Background: an optimization exercise with open tools, aiming at small area, a short achievable clock period and few clock cycles per item. Do not read the settings as production practice. Function not checked in this run: the RTL went through the layout flow alone.

==> flow/design.v <==
module dx_ecc (
    input  wire        clk,
    input  wire        rst,
    input  wire        in_valid,
    output wire        in_ready,
    input  wire        in_op,
    input  wire [63:0] in_data,
    input  wire [15:0] in_check,
    output reg         out_valid,
    output reg  [63:0] out_data,
    output reg  [15:0] out_check,
    output reg  [2:0]  out_status
);
    assign in_ready = 1'b1;
    function automatic [12:0] gf_pmul(input [6:0] a, input [6:0] b);
        integer i, j;
        begin
            gf_pmul = 13'd0;
            for (i = 0; i < 7; i = i + 1)
                for (j = 0; j < 7; j = j + 1)
                    gf_pmul[i + j] = gf_pmul[i + j] ^ (a[i] & b[j]);
        end
    endfunction
    function automatic [6:0] gf_mul(input [6:0] a, input [6:0] b);
        reg [12:0] p;
        integer i;
        begin
            p = 13'd0;
            for (i = 0; i < 7; i = i + 1)
                if (b[i]) p = p ^ ({6'd0, a} << i);
            for (i = 12; i >= 7; i = i - 1)
                if (p[i]) p = p ^ (13'h89 << (i - 7));
            gf_mul = p[6:0];
        end
    endfunction
    localparam [127:0] GF_INV3_T0 = 128'h85171f397d3521e1ec0715d9c155d956;
    localparam [127:0] GF_INV3_T1 = 128'h077bca8c40edde83cfa9b8fae20590f0;
    localparam [127:0] GF_INV3_T2 = 128'hd3d8a3c4b729aac8883ed3b1ef77e000;
    localparam [127:0] GF_INV3_T3 = 128'h9d7459fd639529fbdb72e2c062284688;
    localparam [127:0] GF_INV3_T4 = 128'h76d02a17ab13d34bf22b331b534913bc;
    localparam [127:0] GF_INV3_T5 = 128'h7a55ce6bcde0f5c45424a2b9e9a25f80;
    localparam [127:0] GF_INV3_T6 = 128'h4ae285f65b8d65a17edf971ddc8880a0;
    function automatic [6:0] gf_inv3(input [6:0] x);
        begin
            gf_inv3[0] = GF_INV3_T0[x];
            gf_inv3[1] = GF_INV3_T1[x];
            gf_inv3[2] = GF_INV3_T2[x];
            gf_inv3[3] = GF_INV3_T3[x];
            gf_inv3[4] = GF_INV3_T4[x];
            gf_inv3[5] = GF_INV3_T5[x];
            gf_inv3[6] = GF_INV3_T6[x];
        end
    endfunction
    localparam [127:0] IN_SET_T0 = 128'h341efc53e5ef0f6366edbbb9ab551f7e;
    function automatic [0:0] in_set(input [6:0] x);
        begin
            in_set[0] = IN_SET_T0[x];
        end
    endfunction
    function automatic [6:0] gf_sq(input [6:0] x);
        begin
            gf_sq[0] = ^(x & 7'h01);
            gf_sq[1] = ^(x & 7'h50);
            gf_sq[2] = ^(x & 7'h02);
            gf_sq[3] = ^(x & 7'h20);
            gf_sq[4] = ^(x & 7'h54);
            gf_sq[5] = ^(x & 7'h40);
            gf_sq[6] = ^(x & 7'h28);
        end
    endfunction
    function automatic [6:0] gf_ht(input [6:0] x);
        begin
            gf_ht[0] = ^(x & 7'h00);
            gf_ht[1] = ^(x & 7'h5c);
            gf_ht[2] = ^(x & 7'h58);
            gf_ht[3] = ^(x & 7'h60);
            gf_ht[4] = ^(x & 7'h16);
            gf_ht[5] = ^(x & 7'h68);
            gf_ht[6] = ^(x & 7'h48);
        end
    endfunction
    function automatic [6:0] gf_ht13(input [12:0] x);
        begin
            gf_ht13[0] = ^(x & 13'h0000);
            gf_ht13[1] = ^(x & 13'h13dc);
            gf_ht13[2] = ^(x & 13'h11d8);
            gf_ht13[3] = ^(x & 13'h1660);
            gf_ht13[4] = ^(x & 13'h0a16);
            gf_ht13[5] = ^(x & 13'h1ae8);
            gf_ht13[6] = ^(x & 13'h08c8);
        end
    endfunction
    function automatic [6:0] pois_lin(input [6:0] x);
        begin
            pois_lin[0] = ^(x & 7'h1c);
            pois_lin[1] = ^(x & 7'h33);
            pois_lin[2] = ^(x & 7'h12);
            pois_lin[3] = ^(x & 7'h2c);
            pois_lin[4] = ^(x & 7'h3b);
            pois_lin[5] = ^(x & 7'h2b);
            pois_lin[6] = ^(x & 7'h13);
        end
    endfunction
    wire [0:0] v_0;
    reg  [0:0] v_1;
    reg  [0:0] v_2;
    wire [0:0] op_0;
    reg  [0:0] op_1;
    wire [63:0] d_0;
    reg  [63:0] d_1;
    reg  [63:0] d_2;
    wire [15:0] c_0;
    reg  [15:0] c_1;
    wire [6:0] s1_0;
    reg  [6:0] s1_1;
    wire [6:0] s3_0;
    reg  [6:0] s3_1;
    wire [0:0] q_0;
    reg  [0:0] q_1;
    wire [0:0] p1_0;
    reg  [0:0] p1_1;
    wire [0:0] s15_0;
    reg  [0:0] s15_1;
    wire [14:0] cb_1;
    reg  [14:0] cb_2;
    wire [6:0] e_1;
    wire [6:0] i3_1;
    wire [6:0] z_1;
    reg  [6:0] z_2;
    wire [6:0] s1g_1;
    reg  [6:0] s1g_2;
    wire [0:0] a1_1;
    reg  [0:0] a1_2;
    wire [0:0] a12_1;
    reg  [0:0] a12_2;
    wire [0:0] a3_1;
    reg  [0:0] a3_2;
    wire [0:0] b1_1;
    reg  [0:0] b1_2;
    wire [0:0] k0_1;
    reg  [0:0] k0_2;
    wire [0:0] cl_1;
    reg  [0:0] cl_2;
    wire [0:0] pz_1;
    reg  [0:0] pz_2;
    wire [0:0] e78_1;
    reg  [0:0] e78_2;
    wire [6:0] x1_2;
    wire [6:0] x2_2;
    wire [0:0] in1_2;
    wire [0:0] in2_2;
    wire [0:0] keep_2;
    wire [2:0] st_2;
    wire [77:0] hit_2;
    wire [63:0] od_2;
    reg  [63:0] od_3;
    wire [14:0] oc_2;
    reg  [14:0] oc_3;
    wire [2:0] ost_2;
    reg  [2:0] ost_3;
    wire [0:0] ov_2;
    reg  [0:0] ov_3;
    generate if (1) begin : g_in
        assign v_0 = in_valid;
        assign op_0 = in_op;
        assign d_0 = in_data;
        assign c_0 = in_check;
    end endgenerate
    generate if (1) begin : g_S
        wire [13:0] cg = c_0[13:0] & {14{op_0}};
        wire [275:0] xt;
        assign xt[0] = d_0[10] ^ d_0[61];
        assign xt[1] = d_0[11] ^ d_0[62];
        assign xt[2] = d_0[3] ^ d_0[19];
        assign xt[3] = d_0[6] ^ d_0[58];
        assign xt[4] = d_0[9] ^ d_0[43];
        assign xt[5] = d_0[37] ^ d_0[38];
        assign xt[6] = d_0[44] ^ xt[0];
        assign xt[7] = d_0[5] ^ d_0[53];
        assign xt[8] = d_0[13] ^ d_0[42];
        assign xt[9] = d_0[16] ^ d_0[23];
        assign xt[10] = d_0[24] ^ d_0[36];
        assign xt[11] = d_0[45] ^ d_0[59];
        assign xt[12] = d_0[46] ^ d_0[60];
        assign xt[13] = d_0[1] ^ d_0[12];
        assign xt[14] = d_0[2] ^ d_0[25];
        assign xt[15] = d_0[4] ^ d_0[52];
        assign xt[16] = d_0[7] ^ d_0[41];
        assign xt[17] = d_0[14] ^ d_0[17];
        assign xt[18] = d_0[26] ^ d_0[47];
        assign xt[19] = d_0[20] ^ xt[1];
        assign xt[20] = d_0[35] ^ xt[9];
        assign xt[21] = d_0[54] ^ xt[3];
        assign xt[22] = d_0[57] ^ xt[4];
        assign xt[23] = d_0[15] ^ d_0[18];
        assign xt[24] = d_0[34] ^ d_0[39];
        assign xt[25] = d_0[48] ^ cg[9];
        assign xt[26] = d_0[55] ^ d_0[63];
        assign xt[27] = d_0[8] ^ xt[8];
        assign xt[28] = d_0[32] ^ xt[2];
        assign xt[29] = d_0[33] ^ xt[5];
        assign xt[30] = cg[7] ^ xt[10];
        assign xt[31] = cg[8] ^ xt[14];
        assign xt[32] = d_0[31] ^ xt[6];
        assign xt[33] = d_0[0] ^ d_0[22];
        assign xt[34] = d_0[21] ^ d_0[27];
        assign xt[35] = d_0[40] ^ cg[13];
        assign xt[36] = d_0[28] ^ xt[12];
        assign xt[37] = d_0[29] ^ xt[24];
        assign xt[38] = d_0[49] ^ xt[17];
        assign xt[39] = d_0[51] ^ xt[7];
        assign xt[40] = d_0[56] ^ xt[11];
        assign xt[41] = cg[10] ^ xt[18];
        assign xt[42] = xt[16] ^ xt[26];
        assign xt[43] = d_0[30] ^ xt[22];
        assign xt[44] = cg[11] ^ xt[30];
        assign xt[45] = xt[13] ^ xt[29];
        assign xt[46] = xt[15] ^ xt[21];
        assign xt[47] = xt[20] ^ xt[27];
        assign xt[48] = d_0[50] ^ xt[23];
        assign xt[49] = cg[5] ^ xt[42];
        assign xt[50] = cg[12] ^ xt[31];
        assign xt[51] = xt[19] ^ xt[25];
        assign xt[52] = cg[6] ^ xt[47];
        assign xt[53] = xt[32] ^ xt[39];
        assign xt[54] = xt[33] ^ xt[46];
        assign xt[55] = xt[41] ^ xt[51];
        assign xt[56] = cg[4] ^ xt[35];
        assign xt[57] = d_0[58] ^ xt[28];
        assign xt[58] = d_0[63] ^ xt[38];
        assign xt[59] = xt[6] ^ xt[48];
        assign xt[60] = xt[34] ^ xt[37];
        assign xt[61] = cg[3] ^ xt[44];
        assign xt[62] = xt[1] ^ xt[43];
        assign xt[63] = xt[40] ^ xt[50];
        assign xt[64] = d_0[0] ^ d_0[48];
        assign xt[65] = d_0[4] ^ d_0[28];
        assign xt[66] = d_0[9] ^ d_0[23];
        assign xt[67] = d_0[11] ^ d_0[25];
        assign xt[68] = d_0[12] ^ d_0[15];
        assign xt[69] = d_0[19] ^ cg[7];
        assign xt[70] = d_0[26] ^ d_0[59];
        assign xt[71] = d_0[32] ^ d_0[40];
        assign xt[72] = d_0[33] ^ d_0[61];
        assign xt[73] = d_0[41] ^ d_0[42];
        assign xt[74] = d_0[34] ^ xt[12];
        assign xt[75] = d_0[37] ^ xt[17];
        assign xt[76] = d_0[45] ^ xt[34];
        assign xt[77] = d_0[47] ^ xt[10];
        assign xt[78] = d_0[51] ^ xt[0];
        assign xt[79] = cg[0] ^ xt[7];
        assign xt[80] = cg[8] ^ xt[13];
        assign xt[81] = cg[9] ^ xt[67];
        assign xt[82] = cg[13] ^ xt[2];
        assign xt[83] = xt[4] ^ xt[73];
        assign xt[84] = xt[35] ^ xt[68];
        assign xt[85] = d_0[38] ^ xt[36];
        assign xt[86] = cg[1] ^ xt[36];
        assign xt[87] = cg[2] ^ xt[28];
        assign xt[88] = cg[4] ^ xt[19];
        assign xt[89] = xt[5] ^ xt[20];
        assign xt[90] = xt[11] ^ xt[79];
        assign xt[91] = xt[21] ^ xt[77];
        assign xt[92] = d_0[5] ^ xt[60];
        assign xt[93] = d_0[29] ^ xt[45];
        assign xt[94] = d_0[57] ^ xt[57];
        assign xt[95] = d_0[62] ^ xt[32];
        assign xt[96] = xt[18] ^ xt[59];
        assign xt[97] = xt[22] ^ xt[58];
        assign xt[98] = xt[43] ^ xt[49];
        assign xt[99] = xt[44] ^ xt[75];
        assign xt[100] = xt[45] ^ xt[65];
        assign xt[101] = xt[49] ^ xt[80];
        assign xt[102] = d_0[24] ^ xt[63];
        assign xt[103] = d_0[27] ^ xt[52];
        assign xt[104] = d_0[36] ^ xt[54];
        assign xt[105] = d_0[39] ^ xt[53];
        assign xt[106] = xt[38] ^ xt[54];
        assign xt[107] = xt[52] ^ xt[53];
        assign xt[108] = xt[55] ^ xt[61];
        assign xt[109] = xt[56] ^ xt[107];
        assign xt[110] = d_0[1] ^ d_0[27];
        assign xt[111] = d_0[61] ^ xt[64];
        assign xt[112] = xt[71] ^ xt[110];
        assign xt[113] = xt[36] ^ xt[42];
        assign xt[114] = xt[111] ^ xt[112];
        assign xt[115] = xt[47] ^ xt[90];
        assign xt[116] = xt[113] ^ xt[114];
        assign xt[117] = xt[62] ^ xt[99];
        assign xt[118] = xt[115] ^ xt[116];
        assign xt[119] = xt[117] ^ xt[118];
        assign xt[120] = d_0[8] ^ d_0[56];
        assign xt[121] = xt[23] ^ xt[120];
        assign xt[122] = xt[83] ^ xt[121];
        assign xt[123] = xt[50] ^ xt[58];
        assign xt[124] = xt[86] ^ xt[91];
        assign xt[125] = xt[122] ^ xt[93];
        assign xt[126] = xt[95] ^ xt[123];
        assign xt[127] = xt[124] ^ xt[125];
        assign xt[128] = xt[126] ^ xt[127];
        assign xt[129] = d_0[7] ^ d_0[16];
        assign xt[130] = cg[13] ^ xt[5];
        assign xt[131] = xt[8] ^ xt[11];
        assign xt[132] = xt[14] ^ xt[25];
        assign xt[133] = xt[26] ^ xt[129];
        assign xt[134] = xt[37] ^ xt[130];
        assign xt[135] = xt[131] ^ xt[132];
        assign xt[136] = xt[133] ^ xt[87];
        assign xt[137] = xt[134] ^ xt[135];
        assign xt[138] = xt[62] ^ xt[96];
        assign xt[139] = xt[136] ^ xt[137];
        assign xt[140] = xt[138] ^ xt[139];
        assign xt[141] = d_0[20] ^ d_0[49];
        assign xt[142] = d_0[55] ^ d_0[56];
        assign xt[143] = cg[10] ^ xt[8];
        assign xt[144] = xt[16] ^ xt[66];
        assign xt[145] = xt[70] ^ xt[141];
        assign xt[146] = xt[142] ^ xt[143];
        assign xt[147] = xt[144] ^ xt[145];
        assign xt[148] = xt[146] ^ xt[147];
        assign xt[149] = xt[61] ^ xt[94];
        assign xt[150] = xt[100] ^ xt[148];
        assign xt[151] = xt[105] ^ xt[149];
        assign xt[152] = xt[150] ^ xt[151];
        assign xt[153] = d_0[10] ^ d_0[14];
        assign xt[154] = d_0[43] ^ d_0[50];
        assign xt[155] = d_0[57] ^ d_0[60];
        assign xt[156] = cg[11] ^ xt[71];
        assign xt[157] = xt[153] ^ xt[154];
        assign xt[158] = xt[155] ^ xt[27];
        assign xt[159] = xt[29] ^ xt[156];
        assign xt[160] = xt[157] ^ xt[46];
        assign xt[161] = xt[88] ^ xt[158];
        assign xt[162] = xt[159] ^ xt[92];
        assign xt[163] = xt[160] ^ xt[161];
        assign xt[164] = xt[102] ^ xt[162];
        assign xt[165] = xt[163] ^ xt[164];
        assign xt[166] = d_0[3] ^ d_0[14];
        assign xt[167] = d_0[21] ^ d_0[22];
        assign xt[168] = d_0[35] ^ d_0[44];
        assign xt[169] = cg[12] ^ xt[3];
        assign xt[170] = xt[24] ^ xt[70];
        assign xt[171] = xt[72] ^ xt[166];
        assign xt[172] = xt[167] ^ xt[168];
        assign xt[173] = xt[39] ^ xt[81];
        assign xt[174] = xt[84] ^ xt[169];
        assign xt[175] = xt[170] ^ xt[171];
        assign xt[176] = xt[172] ^ xt[85];
        assign xt[177] = xt[173] ^ xt[174];
        assign xt[178] = xt[175] ^ xt[98];
        assign xt[179] = xt[176] ^ xt[177];
        assign xt[180] = xt[178] ^ xt[179];
        assign xt[181] = d_0[60] ^ xt[16];
        assign xt[182] = xt[37] ^ xt[40];
        assign xt[183] = xt[41] ^ xt[84];
        assign xt[184] = xt[181] ^ xt[182];
        assign xt[185] = xt[183] ^ xt[95];
        assign xt[186] = xt[184] ^ xt[103];
        assign xt[187] = xt[104] ^ xt[185];
        assign xt[188] = xt[186] ^ xt[187];
        assign xt[189] = cg[5] ^ xt[72];
        assign xt[190] = xt[28] ^ xt[30];
        assign xt[191] = xt[83] ^ xt[189];
        assign xt[192] = xt[90] ^ xt[190];
        assign xt[193] = xt[191] ^ xt[55];
        assign xt[194] = xt[192] ^ xt[106];
        assign xt[195] = xt[193] ^ xt[194];
        assign xt[196] = d_0[0] ^ d_0[17];
        assign xt[197] = xt[196] ^ xt[40];
        assign xt[198] = xt[82] ^ xt[88];
        assign xt[199] = xt[89] ^ xt[91];
        assign xt[200] = xt[197] ^ xt[101];
        assign xt[201] = xt[198] ^ xt[199];
        assign xt[202] = xt[105] ^ xt[200];
        assign xt[203] = xt[201] ^ xt[202];
        assign xt[204] = d_0[12] ^ d_0[13];
        assign xt[205] = d_0[52] ^ d_0[54];
        assign xt[206] = xt[9] ^ xt[204];
        assign xt[207] = xt[205] ^ xt[31];
        assign xt[208] = xt[82] ^ xt[206];
        assign xt[209] = xt[85] ^ xt[207];
        assign xt[210] = xt[208] ^ xt[92];
        assign xt[211] = xt[97] ^ xt[209];
        assign xt[212] = xt[108] ^ xt[210];
        assign xt[213] = xt[211] ^ xt[212];
        assign xt[214] = d_0[52] ^ cg[1];
        assign xt[215] = cg[6] ^ xt[33];
        assign xt[216] = xt[66] ^ xt[214];
        assign xt[217] = xt[74] ^ xt[76];
        assign xt[218] = xt[81] ^ xt[215];
        assign xt[219] = xt[216] ^ xt[57];
        assign xt[220] = xt[217] ^ xt[218];
        assign xt[221] = xt[96] ^ xt[99];
        assign xt[222] = xt[101] ^ xt[219];
        assign xt[223] = xt[220] ^ xt[221];
        assign xt[224] = xt[222] ^ xt[223];
        assign xt[225] = d_0[18] ^ d_0[21];
        assign xt[226] = d_0[41] ^ d_0[47];
        assign xt[227] = xt[12] ^ xt[15];
        assign xt[228] = xt[25] ^ xt[225];
        assign xt[229] = xt[226] ^ xt[31];
        assign xt[230] = xt[227] ^ xt[228];
        assign xt[231] = xt[229] ^ xt[230];
        assign xt[232] = xt[94] ^ xt[231];
        assign xt[233] = xt[232] ^ xt[109];
        assign xt[234] = d_0[2] ^ d_0[55];
        assign xt[235] = cg[3] ^ cg[12];
        assign xt[236] = xt[7] ^ xt[69];
        assign xt[237] = xt[234] ^ xt[235];
        assign xt[238] = xt[56] ^ xt[74];
        assign xt[239] = xt[236] ^ xt[237];
        assign xt[240] = xt[59] ^ xt[89];
        assign xt[241] = xt[238] ^ xt[239];
        assign xt[242] = xt[62] ^ xt[240];
        assign xt[243] = xt[241] ^ xt[104];
        assign xt[244] = xt[242] ^ xt[243];
        assign xt[245] = d_0[22] ^ d_0[46];
        assign xt[246] = d_0[53] ^ cg[2];
        assign xt[247] = xt[23] ^ xt[69];
        assign xt[248] = xt[245] ^ xt[246];
        assign xt[249] = xt[78] ^ xt[247];
        assign xt[250] = xt[248] ^ xt[249];
        assign xt[251] = xt[55] ^ xt[100];
        assign xt[252] = xt[250] ^ xt[102];
        assign xt[253] = xt[103] ^ xt[251];
        assign xt[254] = xt[252] ^ xt[253];
        assign xt[255] = d_0[2] ^ d_0[7];
        assign xt[256] = xt[2] ^ xt[3];
        assign xt[257] = xt[15] ^ xt[64];
        assign xt[258] = xt[255] ^ xt[19];
        assign xt[259] = xt[76] ^ xt[78];
        assign xt[260] = xt[256] ^ xt[257];
        assign xt[261] = xt[258] ^ xt[259];
        assign xt[262] = xt[260] ^ xt[93];
        assign xt[263] = xt[97] ^ xt[261];
        assign xt[264] = xt[262] ^ xt[263];
        assign xt[265] = cg[0] ^ c_0[14];
        assign xt[266] = xt[265] ^ xt[48];
        assign xt[267] = xt[45] ^ xt[60];
        assign xt[268] = xt[86] ^ xt[87];
        assign xt[269] = xt[266] ^ xt[63];
        assign xt[270] = xt[98] ^ xt[267];
        assign xt[271] = xt[268] ^ xt[106];
        assign xt[272] = xt[108] ^ xt[269];
        assign xt[273] = xt[270] ^ xt[109];
        assign xt[274] = xt[271] ^ xt[272];
        assign xt[275] = xt[273] ^ xt[274];
        assign s1_0[0] = xt[119];
        assign s1_0[1] = xt[128];
        assign s1_0[2] = xt[140];
        assign s1_0[3] = xt[152];
        assign s1_0[4] = xt[165];
        assign s1_0[5] = xt[180];
        assign s1_0[6] = xt[188];
        assign s3_0[0] = xt[195];
        assign s3_0[1] = xt[203];
        assign s3_0[2] = xt[213];
        assign s3_0[3] = xt[224];
        assign s3_0[4] = xt[233];
        assign s3_0[5] = xt[244];
        assign s3_0[6] = xt[254];
        assign q_0 = xt[264];
        assign p1_0 = xt[275];
        assign s15_0 = c_0[15];
    end endgenerate
    generate if (1) begin : g_cb
        wire [13:0] rd;
        wire [40:0] xr;
        assign xr[0] = s1_1[0] ^ s3_1[0];
        assign xr[1] = s1_1[1] ^ s3_1[3];
        assign xr[2] = s1_1[2] ^ s3_1[6];
        assign xr[3] = s1_1[3] ^ s1_1[5];
        assign xr[4] = xr[1] ^ xr[2];
        assign xr[5] = s1_1[4] ^ s1_1[6];
        assign xr[6] = s3_1[1] ^ s3_1[5];
        assign xr[7] = s3_1[2] ^ xr[0];
        assign xr[8] = s3_1[4] ^ xr[5];
        assign xr[9] = xr[3] ^ xr[4];
        assign xr[10] = s1_1[6] ^ xr[1];
        assign xr[11] = s3_1[2] ^ xr[6];
        assign xr[12] = s3_1[5] ^ xr[0];
        assign xr[13] = s1_1[3] ^ xr[4];
        assign xr[14] = xr[0] ^ xr[8];
        assign xr[15] = xr[6] ^ xr[9];
        assign xr[16] = s3_1[0] ^ s3_1[5];
        assign xr[17] = xr[2] ^ xr[3];
        assign xr[18] = xr[5] ^ xr[16];
        assign xr[19] = xr[17] ^ xr[18];
        assign xr[20] = s3_1[3] ^ xr[2];
        assign xr[21] = xr[11] ^ xr[20];
        assign xr[22] = s1_1[2] ^ s1_1[5];
        assign xr[23] = xr[22] ^ xr[14];
        assign xr[24] = xr[3] ^ xr[10];
        assign xr[25] = xr[3] ^ xr[12];
        assign xr[26] = s1_1[5] ^ s3_1[4];
        assign xr[27] = s3_1[5] ^ xr[26];
        assign xr[28] = xr[7] ^ xr[27];
        assign xr[29] = xr[10] ^ xr[11];
        assign xr[30] = xr[3] ^ xr[7];
        assign xr[31] = xr[8] ^ xr[30];
        assign xr[32] = xr[7] ^ xr[13];
        assign xr[33] = s1_1[4] ^ xr[12];
        assign xr[34] = xr[13] ^ xr[33];
        assign xr[35] = s1_1[4] ^ s3_1[1];
        assign xr[36] = xr[35] ^ xr[7];
        assign xr[37] = xr[9] ^ xr[36];
        assign xr[38] = xr[14] ^ xr[15];
        assign xr[39] = s3_1[2] ^ xr[8];
        assign xr[40] = xr[9] ^ xr[39];
        assign rd[0] = xr[19];
        assign rd[1] = xr[21];
        assign rd[2] = xr[23];
        assign rd[3] = xr[24];
        assign rd[4] = xr[25];
        assign rd[5] = xr[15];
        assign rd[6] = xr[28];
        assign rd[7] = xr[29];
        assign rd[8] = xr[31];
        assign rd[9] = xr[32];
        assign rd[10] = xr[34];
        assign rd[11] = xr[37];
        assign rd[12] = xr[38];
        assign rd[13] = xr[40];
        assign cb_1 = op_1 ? c_1[14:0] : {q_1, rd};
    end endgenerate
    generate if (1) begin : g_E
        assign e_1 = gf_mul(s1_1, gf_sq(s1_1)) ^ s3_1;
        assign i3_1 = gf_inv3(s1_1);
    end endgenerate
    generate if (1) begin : g_K
        wire [12:0] kp = gf_pmul(s3_1, i3_1);
        assign z_1 = gf_ht13(kp);
        wire t0 = ^(kp & 13'h0881);
        wire ez = (e_1 == 7'd0);
        wire s1z = (s1_1 == 7'd0);
        wire szero = s1z && ez;
        assign s1g_1 = s1_1 & {7{op_1}};
        assign a1_1 = op_1 && !s1z && ez && p1_1 && !s15_1;
        assign a12_1 = op_1 && !s1z && ez && !(p1_1 && !s15_1) && (p1_1 == s15_1);
        assign a3_1 = op_1 && !s1z && !ez && t0 && !p1_1 && !s15_1;
        assign b1_1 = op_1 && szero && (p1_1 ^ s15_1);
        assign k0_1 = !op_1 || szero;
        assign cl_1 = !op_1 || (szero && !p1_1 && !s15_1);
        assign e78_1 = op_1 && (p1_1 ^ (ez && !szero));
        wire [6:0] ts1 = s1_1 ^ 7'h40;
        wire tz = (ts1 == 7'd0) && (e_1 == 7'h12);
        wire ts = in_set(ts1) && (e_1 == (pois_lin(s1_1) ^ 7'h12));
        wire [1:0] tp = {s15_1, p1_1} ^ 2'd2;
        assign pz_1 = (tz && (tp != 2'd3)) || (ts && (tp == 2'd1));
    end endgenerate
    generate if (1) begin : g_X
        assign x1_2 = gf_mul(s1g_2, z_2);
        assign x2_2 = x1_2 ^ s1g_2;
        assign in1_2 = in_set(x1_2);
        assign in2_2 = in_set(x2_2);
    end endgenerate
    generate if (1) begin : g_st
        wire one = b1_2 || (a1_2 && in2_2);
        wire two = !cl_2 && !one && k0_2 || (a12_2 && in2_2) || (a3_2 && in1_2 && in2_2);
        assign st_2 = cl_2 ? 3'd0 : one ? 3'd1 : two ? 3'd2 : pz_2 ? 3'd3 : 3'd4;
        assign keep_2 = k0_2 || ((a1_2 || a12_2) && in2_2) || (a3_2 && in1_2 && in2_2);
    end endgenerate
    generate if (1) begin : g_hit
        assign hit_2[0] = (x1_2 == 7'h01) || (x2_2 == 7'h01);
        assign hit_2[1] = (x1_2 == 7'h02) || (x2_2 == 7'h02);
        assign hit_2[2] = (x1_2 == 7'h04) || (x2_2 == 7'h04);
        assign hit_2[3] = (x1_2 == 7'h08) || (x2_2 == 7'h08);
        assign hit_2[4] = (x1_2 == 7'h10) || (x2_2 == 7'h10);
        assign hit_2[5] = (x1_2 == 7'h20) || (x2_2 == 7'h20);
        assign hit_2[6] = (x1_2 == 7'h40) || (x2_2 == 7'h40);
        assign hit_2[7] = (x1_2 == 7'h09) || (x2_2 == 7'h09);
        assign hit_2[8] = (x1_2 == 7'h12) || (x2_2 == 7'h12);
        assign hit_2[9] = (x1_2 == 7'h24) || (x2_2 == 7'h24);
        assign hit_2[10] = (x1_2 == 7'h48) || (x2_2 == 7'h48);
        assign hit_2[11] = (x1_2 == 7'h19) || (x2_2 == 7'h19);
        assign hit_2[12] = (x1_2 == 7'h32) || (x2_2 == 7'h32);
        assign hit_2[13] = (x1_2 == 7'h64) || (x2_2 == 7'h64);
        assign hit_2[14] = (x1_2 == 7'h41) || (x2_2 == 7'h41);
        assign hit_2[15] = (x1_2 == 7'h0b) || (x2_2 == 7'h0b);
        assign hit_2[16] = (x1_2 == 7'h16) || (x2_2 == 7'h16);
        assign hit_2[17] = (x1_2 == 7'h2c) || (x2_2 == 7'h2c);
        assign hit_2[18] = (x1_2 == 7'h58) || (x2_2 == 7'h58);
        assign hit_2[19] = (x1_2 == 7'h39) || (x2_2 == 7'h39);
        assign hit_2[20] = (x1_2 == 7'h72) || (x2_2 == 7'h72);
        assign hit_2[21] = (x1_2 == 7'h6d) || (x2_2 == 7'h6d);
        assign hit_2[22] = (x1_2 == 7'h53) || (x2_2 == 7'h53);
        assign hit_2[23] = (x1_2 == 7'h2f) || (x2_2 == 7'h2f);
        assign hit_2[24] = (x1_2 == 7'h5e) || (x2_2 == 7'h5e);
        assign hit_2[25] = (x1_2 == 7'h35) || (x2_2 == 7'h35);
        assign hit_2[26] = (x1_2 == 7'h6a) || (x2_2 == 7'h6a);
        assign hit_2[27] = (x1_2 == 7'h5d) || (x2_2 == 7'h5d);
        assign hit_2[28] = (x1_2 == 7'h33) || (x2_2 == 7'h33);
        assign hit_2[29] = (x1_2 == 7'h66) || (x2_2 == 7'h66);
        assign hit_2[30] = (x1_2 == 7'h45) || (x2_2 == 7'h45);
        assign hit_2[31] = (x1_2 == 7'h03) || (x2_2 == 7'h03);
        assign hit_2[32] = (x1_2 == 7'h06) || (x2_2 == 7'h06);
        assign hit_2[33] = (x1_2 == 7'h0c) || (x2_2 == 7'h0c);
        assign hit_2[34] = (x1_2 == 7'h18) || (x2_2 == 7'h18);
        assign hit_2[35] = (x1_2 == 7'h30) || (x2_2 == 7'h30);
        assign hit_2[36] = (x1_2 == 7'h60) || (x2_2 == 7'h60);
        assign hit_2[37] = (x1_2 == 7'h49) || (x2_2 == 7'h49);
        assign hit_2[38] = (x1_2 == 7'h1b) || (x2_2 == 7'h1b);
        assign hit_2[39] = (x1_2 == 7'h36) || (x2_2 == 7'h36);
        assign hit_2[40] = (x1_2 == 7'h6c) || (x2_2 == 7'h6c);
        assign hit_2[41] = (x1_2 == 7'h51) || (x2_2 == 7'h51);
        assign hit_2[42] = (x1_2 == 7'h2b) || (x2_2 == 7'h2b);
        assign hit_2[43] = (x1_2 == 7'h56) || (x2_2 == 7'h56);
        assign hit_2[44] = (x1_2 == 7'h25) || (x2_2 == 7'h25);
        assign hit_2[45] = (x1_2 == 7'h4a) || (x2_2 == 7'h4a);
        assign hit_2[46] = (x1_2 == 7'h1d) || (x2_2 == 7'h1d);
        assign hit_2[47] = (x1_2 == 7'h3a) || (x2_2 == 7'h3a);
        assign hit_2[48] = (x1_2 == 7'h74) || (x2_2 == 7'h74);
        assign hit_2[49] = (x1_2 == 7'h61) || (x2_2 == 7'h61);
        assign hit_2[50] = (x1_2 == 7'h4b) || (x2_2 == 7'h4b);
        assign hit_2[51] = (x1_2 == 7'h1f) || (x2_2 == 7'h1f);
        assign hit_2[52] = (x1_2 == 7'h3e) || (x2_2 == 7'h3e);
        assign hit_2[53] = (x1_2 == 7'h7c) || (x2_2 == 7'h7c);
        assign hit_2[54] = (x1_2 == 7'h71) || (x2_2 == 7'h71);
        assign hit_2[55] = (x1_2 == 7'h6b) || (x2_2 == 7'h6b);
        assign hit_2[56] = (x1_2 == 7'h5f) || (x2_2 == 7'h5f);
        assign hit_2[57] = (x1_2 == 7'h37) || (x2_2 == 7'h37);
        assign hit_2[58] = (x1_2 == 7'h6e) || (x2_2 == 7'h6e);
        assign hit_2[59] = (x1_2 == 7'h55) || (x2_2 == 7'h55);
        assign hit_2[60] = (x1_2 == 7'h23) || (x2_2 == 7'h23);
        assign hit_2[61] = (x1_2 == 7'h46) || (x2_2 == 7'h46);
        assign hit_2[62] = (x1_2 == 7'h05) || (x2_2 == 7'h05);
        assign hit_2[63] = (x1_2 == 7'h0a) || (x2_2 == 7'h0a);
        assign hit_2[64] = (x1_2 == 7'h14) || (x2_2 == 7'h14);
        assign hit_2[65] = (x1_2 == 7'h28) || (x2_2 == 7'h28);
        assign hit_2[66] = (x1_2 == 7'h50) || (x2_2 == 7'h50);
        assign hit_2[67] = (x1_2 == 7'h29) || (x2_2 == 7'h29);
        assign hit_2[68] = (x1_2 == 7'h52) || (x2_2 == 7'h52);
        assign hit_2[69] = (x1_2 == 7'h2d) || (x2_2 == 7'h2d);
        assign hit_2[70] = (x1_2 == 7'h5a) || (x2_2 == 7'h5a);
        assign hit_2[71] = (x1_2 == 7'h3d) || (x2_2 == 7'h3d);
        assign hit_2[72] = (x1_2 == 7'h7a) || (x2_2 == 7'h7a);
        assign hit_2[73] = (x1_2 == 7'h7d) || (x2_2 == 7'h7d);
        assign hit_2[74] = (x1_2 == 7'h73) || (x2_2 == 7'h73);
        assign hit_2[75] = (x1_2 == 7'h6f) || (x2_2 == 7'h6f);
        assign hit_2[76] = (x1_2 == 7'h57) || (x2_2 == 7'h57);
        assign hit_2[77] = (x1_2 == 7'h27) || (x2_2 == 7'h27);
    end endgenerate
    generate if (1) begin : g_out
        assign od_2 = {64{keep_2}} & (d_2 ^ hit_2[77:14]);
        assign oc_2 = {15{keep_2}} & (cb_2 ^ {e78_2, hit_2[13:0]});
        assign ost_2 = st_2;
        assign ov_2 = v_2;
    end endgenerate
    always @(posedge clk) begin
        v_1 <= rst ? 1'b0 : v_0;
        v_2 <= rst ? 1'b0 : v_1;
        op_1 <= op_0;
        d_1 <= d_0;
        d_2 <= d_1;
        c_1 <= c_0;
        s1_1 <= s1_0;
        s3_1 <= s3_0;
        q_1 <= q_0;
        p1_1 <= p1_0;
        s15_1 <= s15_0;
        cb_2 <= cb_1;
        z_2 <= z_1;
        s1g_2 <= s1g_1;
        a1_2 <= a1_1;
        a12_2 <= a12_1;
        a3_2 <= a3_1;
        b1_2 <= b1_1;
        k0_2 <= k0_1;
        cl_2 <= cl_1;
        pz_2 <= pz_1;
        e78_2 <= e78_1;
        od_3 <= od_2;
        oc_3 <= oc_2;
        ost_3 <= ost_2;
        ov_3 <= rst ? 1'b0 : ov_2;
    end
    always @* begin
        out_valid  = ov_3;
        out_data   = od_3;
        out_check  = {1'b0, oc_3};
        out_status = ost_3;
    end
endmodule
==> flow/flow/run.sh <==
#!/bin/bash
# Own flow: the standard layout (standard synthesis unchanged), with
#  - port buffers of sky130_fd_sc_hd__buf_2 instead of the automatically chosen cell;
set -euo pipefail
bash standard.sh \
  "SETUP_SLACK_MARGIN=${FLOW_SETUP_MARGIN:-9.5}" \
  "BUFFER_PORTS_ARGS=-buffer_cell sky130_fd_sc_hd__buf_2" \
  finish > standard_make.log 2>&1
==> flow/standard.sh <==
#!/bin/bash
# synth_recipe.tcl (not shown) runs the flow's synth.tcl, then flattens the netlist and writes it again
# the make line also repeats each setting of config.mk as NAME=value (left out here)
make -C /OpenROAD-flow-scripts/flow DESIGN_CONFIG=/design/flow/config.mk WORK_HOME=/design/flow/orfs CLKGATE_MAP_FILE= SYNTH_SCRIPT=/design/flow/synth_recipe.tcl "${@:-finish}"
==> flow/config.mk <==
export PLATFORM = sky130hd
export DESIGN_NAME = dx_ecc
export DESIGN_NICKNAME = dx_ecc
export VERILOG_FILES = /design/flow/design.v
export SDC_FILE = /design/flow/constraint.sdc
export NUM_CORES = 4
export LEC_CHECK = 0
export CAP_MARGIN = 20
export CORE_MARGIN = 2
export CORE_UTILIZATION = 60
export CTS_BUF_LIST = sky130_fd_sc_hd__clkbuf_4 sky130_fd_sc_hd__clkbuf_8
export CTS_CLUSTER_DIAMETER = 80
export CTS_CLUSTER_SIZE = 16
export SLEW_MARGIN = 20
==> flow/constraint.sdc <==
create_clock -name core_clock -period 14.0 [get_ports {clk}]
set_input_delay 2.8000 -clock core_clock [delete_from_list [all_inputs] [get_ports {clk}]]
set_output_delay 2.8000 -clock core_clock [all_outputs]
set_load 0.01 [all_outputs]
==> flow_metrics.env <==
export IMPL_status="timing/DRC/antenna clean"
export IMPL_totalWireLength_um=47080
export IMPL_synth_ff_type="dfxtp_1"
export IMPL_drive_gt1_frac=0.1460
export IMPL_fp_row_count=59
export IMPL_clkSlewWorstSetupHoldPaths_ps=90
export IMPL_cts_buffers_inserted=22
export IMPL_worstMarginPinSlew_ps=846.9
export IMPL_final_common_cell="xnor2_1"
export IMPL_fin_cells=2198
export IMPL_final_cell_area_mm2=0.01724
export IMPL_cts_sinks=282
export IMPL_relSlewSlack=0.4314
export IMPL_port_buffers=166
export IMPL_hp_start="d_1[14]$_DFF_P_"
export IMPL_final_cell_mix="399 x xnor2_1, 275 x dfxtp_1, 218 x nand2_1, 166 x buf_2, 139 x nor2_1"
export IMPL_vias=12726
export IMPL_period_needed_ps=4446
export IMPL_cp_data_required_time_ps=14440
export IMPL_crit_chain="buf_2 -> xnor2_1 -> xnor2_1 -> xnor2_1 -> xnor2_1 -> xor2_1 -> xnor2_1 -> xnor2_1"
export IMPL_postCtsHoldBufs=0
export IMPL_dp_hpwl_um=35790
export IMPL_yosys_warnings=1
export IMPL_die_area_mm2=0.02755
export IMPL_start_util=0.6076
export IMPL_vias_per_cell=5.790
export IMPL_crit_buf_inv=1
export IMPL_first_global_vias=11694
export IMPL_hold_depth=0
export IMPL_cts_tree="yes"
export IMPL_final_max_slew_viol_count=0
export IMPL_startpoint_type="primary input"
export IMPL_wl_per_cell_um=21.42
export IMPL_grt_first_pass_wirelength_um=70650
export IMPL_final_fill_count=2241
export IMPL_yosysSeqAreaShare=0.3586
export IMPL_cp_slowest_cell="xnor2_1"
export IMPL_area_delta_synth_final_pct=9.498
export IMPL_cts_max_path_buffers=3
export IMPL_yosys_top_cells_area="dfxtp_1 36%, xnor2_1 22%, xor2_1 6.0%"
export IMPL_grt_overflow_total=0
export IMPL_critPathMaxStageDelay_ps=570
export IMPL_yosysTopAreaCellShare=0.3586
export IMPL_finalSetupViolations=0
export IMPL_reg2reg_to="z_2[1]$_DFF_P_"
export IMPL_synth_seq_cells=282
export IMPL_hp_class="flip-flop to flip-flop"
export IMPL_grt_antenna_before_repair=1
export IMPL_syn_cell_area_mm2=0.01574
export IMPL_reg2reg_from="s1_1[1]$_DFF_P_"
export IMPL_dieHeight_um=166.0
export IMPL_dp_cells=2158
export IMPL_cts_htree_levels=1
export IMPL_r2r_slack_ps=9630
export IMPL_cp_end_kind="flip-flop"
export IMPL_gp_congestion=0.9983
export IMPL_nets=1973
export IMPL_cts_root_buf="clkbuf_8"
export IMPL_skew_ps=54.43
export IMPL_pin_count=169
export IMPL_async_flop_share=0
export IMPL_synth_edf_count=0
export IMPL_drt_iter0_markers=1468
export IMPL_path_max_fanout=4
export IMPL_cp_top_family="XOR/XNOR gates"
export IMPL_r2r_cells=14
export IMPL_layout_setup_ws_ps=9554
export IMPL_rsz0062_at_grt="yes"
export IMPL_synth_nets=1856
export IMPL_die_x_um=166.0
export IMPL_crit_type="primary input to flip-flop"
export IMPL_fmax_mhz=224.9
export IMPL_synth_cell_types=79
export IMPL_drc_errors=0
export IMPL_maxCapViolCount=0
export IMPL_avgSynthCellArea_um2=9.037
export IMPL_crit_top_cell="xnor2_1"
export IMPL_synth_top_area_cell="dfxtp_1"
export IMPL_drt_first_pass_iters=6
export IMPL_grt_usage=0.3270
export IMPL_clkLatencyLatePin_ps=570
export IMPL_place_area_mm2=0.01664
export IMPL_grt_max_degree=94
export IMPL_dp_slack_ps=8872
export IMPL_holdPathEnd="d_2[14]$_DFF_P_"
export IMPL_diodes=0
export IMPL_core_area_mm2=0.02591
export IMPL_fin_crit_sh=0.3176
export IMPL_crit_arrival_ps=4890
export IMPL_hold_violations=0
export IMPL_setup_tns_ps=0
export IMPL_synth_cells=1742
export IMPL_ant_nets=0
state kept, by name, summed over array words and instances, names as in the netlist, 3 cells and up:
| signal | cells |
|---|---|
| s3_1 | 7 |
| ost_3 | 3 |
| s1g_2 | 7 |
| s1_1 | 7 |
| cb_2 | 15 |
| d_2 | 64 |
| c_1 | 15 |
| z_2 | 6 |
| oc_3 | 15 |
| d_1 | 64 |
| od_3 | 64 |
worst max path at each step:
stage | from | endpoint | depth (start not counted)
after floorplan | in_data[62] | p1_1$_DFF_P_ | 8
after global placement | s1g_2[3]$_DFF_P_ | od_3[15]$_DFF_P_ | 17
after detailed placement | s1g_2[3]$_DFF_P_ | od_3[61]$_DFF_P_ | 17
after CTS | s1_1[1]$_DFF_P_ | z_2[1]$_DFF_P_ | 13
after global routing | s1_1[0]$_DFF_P_ | z_2[1]$_DFF_P_ | 15
final | in_data[24] | s3_1[3]$_DFF_P_ | 8
cells by family after synthesis:
group | Yosys count | synth area share
adder cells (fa/ha/maj) | 30 | 0.02384
other | 2 | 0.0004770
multiplexers | 35 | 0.02623
AO/OA/AOI/OAI | 275 | 0.1158
AND/OR/NAND/NOR | 468 | 0.1286
flip-flops | 282 | 0.3586
XOR/XNOR | 531 | 0.3132
buffers and inverters | 119 | 0.03322
through the flow:
stage / hold slack [ps] / util
after global routing: 308.5 / 0.6653
after global placement: 310.8 / 0.6422
final: 309.2 / 0.6653
after floorplan: 309.6 / -
after CTS: 303.8 / 0.6594
after detailed placement: 312.1 / 0.6422
worst register-to-register path: stages (launching register included):
cell and delay (ps):
dfxtp_1 320, buf_4 360, ha_1 740, nand2_1 360, nand3_1 190, o311a_1 180, a21oi_1 50, o311ai_1 340
buf_4 230, nand2_1 80, xnor3_1 360, xnor3_1 430, xnor2_1 300, xor2_1 260, xnor2_1 140
Yosys cell counts, types with 9 or more instances:
| library cell | number |
|---|---|
| a211oi_1 | 9 |
| a21oi_1 | 36 |
| a31oi_1 | 12 |
| and2_1 | 16 |
| buf_1 | 10 |
| buf_2 | 27 |
| clkbuf_1 | 49 |
| dfxtp_1 | 282 |
| ha_1 | 30 |
| inv_1 | 19 |
| mux2_2 | 10 |
| mux2i_1 | 21 |
| nand2_1 | 218 |
| nand2b_1 | 18 |
| nand3_1 | 14 |
| nor2_1 | 140 |
| nor2b_1 | 17 |
| nor3_1 | 13 |
| o211ai_1 | 12 |
| o21ai_0 | 55 |
| o22ai_1 | 81 |
| xnor2_1 | 404 |
| xnor3_1 | 14 |
| xor2_1 | 107 |
layer usage:
metal  global-route usage  share of wire
met5                    0              0
met4              0.08280          0.027
met3              0.04671          0.083
met2               0.5024           0.44
met1               0.4841           0.45
layout make-up:
type,count,area [um^2],area share
timing repair buffer,189,1032,0.05988
multi-input combinational,1341,9668,0.5609
sequential,282,5654,0.3280
inverter,23,96.34,0.005589
tap,335,419.2,0.02432
clock buffer,25,337.8,0.01960
clock inverter,3,30.03,0.001742
what timing repair did:
item                       in CTS  in global routing
setup endpoints to repair      85                 89
cloned                          0                  0
buffers inserted                1                 11
gates resized for setup        17                 17
pin swaps                       1                  2

-- separate check: timing with driven ports --
The flow's constraints put no driver on any port. The routed layout listed below was extracted and timed again, unchanged, in two steps. Step 1 sets driving cells, clkbuf_16 on the clock port and buf_2 on the other inputs (assumed; they add their load-dependent delay and slew). Step 2 moves the port delays by t, midway between the first and last clock arrival at a register: inputs arrive t later, outputs are due t later. That takes back most of the time a late clock gives input paths. Three values: ideal ports, drivers, drivers and shift; two values: the first two.
t, ns: 0.595
slack for setup (ns): 9.554 / 9.570 / 8.975
slew at the worst register clock pin (ns): 0.11 / 0.11
After both steps this run still meets setup and hold. The setup slack of this run moves by +0.016 ns with the drivers and by -0.579 ns with both steps.
